This is an optimization exercise on Yosys and OpenROAD, whose aim is small area, not a production implementation. In this exercise RTL edits were held to simulation tests only and were not proved equivalent to the original. The clock port is modelled as an ideal driver; clocking choices that lean on that would not hold on a real chip. Power figures rest on the tool's default switching activity, not on a simulated workload.

## lath_rx
module lath_rx (
    input  wire        clk,
    input  wire        rst,           
    input  wire        in_valid,
    input  wire [9:0]  in_sym,        
    output reg         locked,
    output reg         code_err,      
    output reg         fold,          
    output reg         fold_det,      
    output reg         fr_sof,        
    output reg         fr_valid,      
    output reg  [7:0]  fr_data,
    output reg         fr_end,        
    output reg  [1:0]  fr_status,     
    output reg         mk_valid,      
    output reg         mk_err,        
    output wire [7:0]  mk_id,
    output wire [23:0] mk_lead,
    output wire        mk_origin
);
    localparam [31:0] CRC_RESIDUE = 32'hB798B438;
    localparam [7:0]  C8_RESIDUE  = 8'h00;
    function automatic [31:0] crc32c_byte(input [31:0] crc, input [7:0] d);
        reg [31:0] c;
        integer i;
        begin
            c = crc ^ {24'd0, d};
            for (i = 0; i < 8; i = i + 1)
                c = c[0] ? ((c >> 1) ^ 32'h82F63B78) : (c >> 1);
            crc32c_byte = c;
        end
    endfunction
    function automatic [7:0] crc8_byte(input [7:0] crc, input [7:0] d);
        reg [7:0] c;
  ...
Size: about 730 cells after synthesis, ~5700 sq um of cells after synthesis.
==> flow/config.mk <==
export PLATFORM = sky130hd
export DESIGN_NAME = lath_rx
export DESIGN_NICKNAME = lath_rx
export VERILOG_FILES = /design/flow/design.v
export SDC_FILE = /design/flow/constraint.sdc
export NUM_CORES = 4
export LEC_CHECK = 0
export CAP_MARGIN = 20
export CORE_MARGIN = 2
export CORE_UTILIZATION = 65
export GPL_TIMING_DRIVEN = 0
export SLEW_MARGIN = 20
==> flow/constraint.sdc <==
create_clock -name core_clock -period 25.0 [get_ports {clk}]
set_input_delay 5.0000 -clock core_clock [delete_from_list [all_inputs] [get_ports {clk}]]
set_output_delay 5.0000 -clock core_clock [all_outputs]
set_load 0.01 [all_outputs]
standard.sh (not shown) runs the stock make flow with config.mk's settings and CLKGATE_MAP_FILE= SYNTH_SCRIPT=/design/flow/synth_recipe.tcl, a recipe that flattens the netlist after the stock synthesis.
==> flow/flow/run.sh <==
#!/bin/bash
# Own layout flow: the standard synthesis, then an area-oriented re-mapping of
# the combinational logic only (registers, their names and cell types are kept
# exactly as the standard synthesis made them), then the standard layout steps
# with smaller port buffers.
set -euo pipefail
W=$PWD
R=$W/orfs/results/$FLOW_PLATFORM/lath_rx/base
LIB=$FLOW_HOME/platforms/$FLOW_PLATFORM/lib/sky130_fd_sc_hd__tt_025C_1v80.lib
YOSYS=${YOSYS_EXE:-$FLOW_HOME/../tools/install/yosys/bin/yosys}

# 1. standard synthesis, unchanged
bash standard.sh synth > $W/flow_synth_std.log 2>&1
cp $R/1_2_yosys.v $W/std_1_2_yosys.v

# 2. re-map the combinational cells for area
DU=""
for c in $(sed -n '/^export DONT_USE_CELLS/,/^#/p' $FLOW_HOME/platforms/$FLOW_PLATFORM/config.mk | tr -d '\\' | grep -o 'sky130_fd_sc_hd__[a-z0-9_]*'); do
  DU="$DU -dont_use $c"
done
cat > $W/resyn.ys <<EOF
read_liberty -ignore_miss_func $LIB
read_verilog $W/std_1_2_yosys.v
hierarchy -top $FLOW_TOP
blackbox sky130_fd_sc_hd__*df* sky130_fd_sc_hd__*dl* sky130_fd_sc_hd__conb_1
flatten
rename -hide w:*.*
opt_clean -purge
abc -liberty $LIB $DU -script $W/flow/area.abc
opt_clean -purge
hilomap -singleton -hicell sky130_fd_sc_hd__conb_1 HI -locell sky130_fd_sc_hd__conb_1 LO
insbuf -buf sky130_fd_sc_hd__buf_1 A X
opt_clean -purge
tee -o $W/resyn_stat.txt stat -liberty $LIB
write_verilog -noattr -noexpr -nohex -nodec $R/1_2_yosys.v
EOF
$YOSYS -s $W/resyn.ys > $W/flow_resyn.log 2>&1
rm -f $R/1_synth.odb $R/1_synth.sdc

# 3. the standard layout steps on the re-mapped netlist, with buf_1 port
#    buffers and, before CTS, the flip-flops split by placement into groups of
#    about 16, each clocked by its own clkbuf_8 (flow/prects.tcl); CTS then
#    only buffers the clock net from the port to those group buffers
export PRE_CTS_TCL=$W/flow/prects.tcl
export CLK_GROUP=16
export CLK_GROUP_BUF=sky130_fd_sc_hd__clkbuf_8
bash standard.sh "BUFFER_PORTS_ARGS=-buffer_cell sky130_fd_sc_hd__buf_1" \
  "CTS_ARGS=-clk_nets clk -repair_clock_nets -dont_use_dummy_load -buf_list sky130_fd_sc_hd__clkbuf_4" \
  finish > $W/flow_finish.log 2>&1
==> flow/flow/area.abc <==
strash
&get -n
&deepsyn -T 900
&put
dch -f
amap
strash
dch -f
amap
Other scripts of this flow, unchanged in this note and not shown: flow/flow/prects.tcl
The starting point produced a clean layout.
Rerun with:
==> flow/flow/area.abc (replaced) <==
strash
&get -n
&deepsyn -T 240
&put
dch -f
amap
strash
dch -f
amap
The new run completed with no timing, DRC or antenna violations. Die area hardly moves. Global-route usage drops by 2.2 points. Total power rises by 0.44%.

==> re-timing with driven ports <==
The flow's constraints put no driver on any port. The routed layouts listed below were extracted and timed again, unchanged, in two steps.
Step 1 (the two cells are an assumption about what drives the block):
set clk [get_ports {clk}]
set_driving_cell -lib_cell sky130_fd_sc_hd__clkbuf_16 $clk
set_driving_cell -lib_cell sky130_fd_sc_hd__buf_2 [delete_from_list [all_inputs] $clk]
Step 2 adds t to the input delays and takes it off the output delays; t is the mean of the earliest and latest rising clock arrival at the registers after step 1. Input paths then give back, and output paths get back, about the clock's delay inside the block.
Slacks: ideal / step 1 / step 2; pairs: ideal / step 1.
run | shift t [ns] | setup WS [ns] | worst hold slack (ns) | cell pins on the clock port's net
the first run | 0.520 | 14.554 / 14.554 / 14.034 | 0.483 / 0.483 / 0.483 | 1
the second run | 0.538 | 13.636 / 13.646 / 13.108 | 0.503 / 0.503 / 0.503 | 1
After both steps setup and hold are still met in every run listed. For the second run, which loses most, drivers alone change the setup slack by +0.010 ns; drivers and shift together by -0.528 ns.
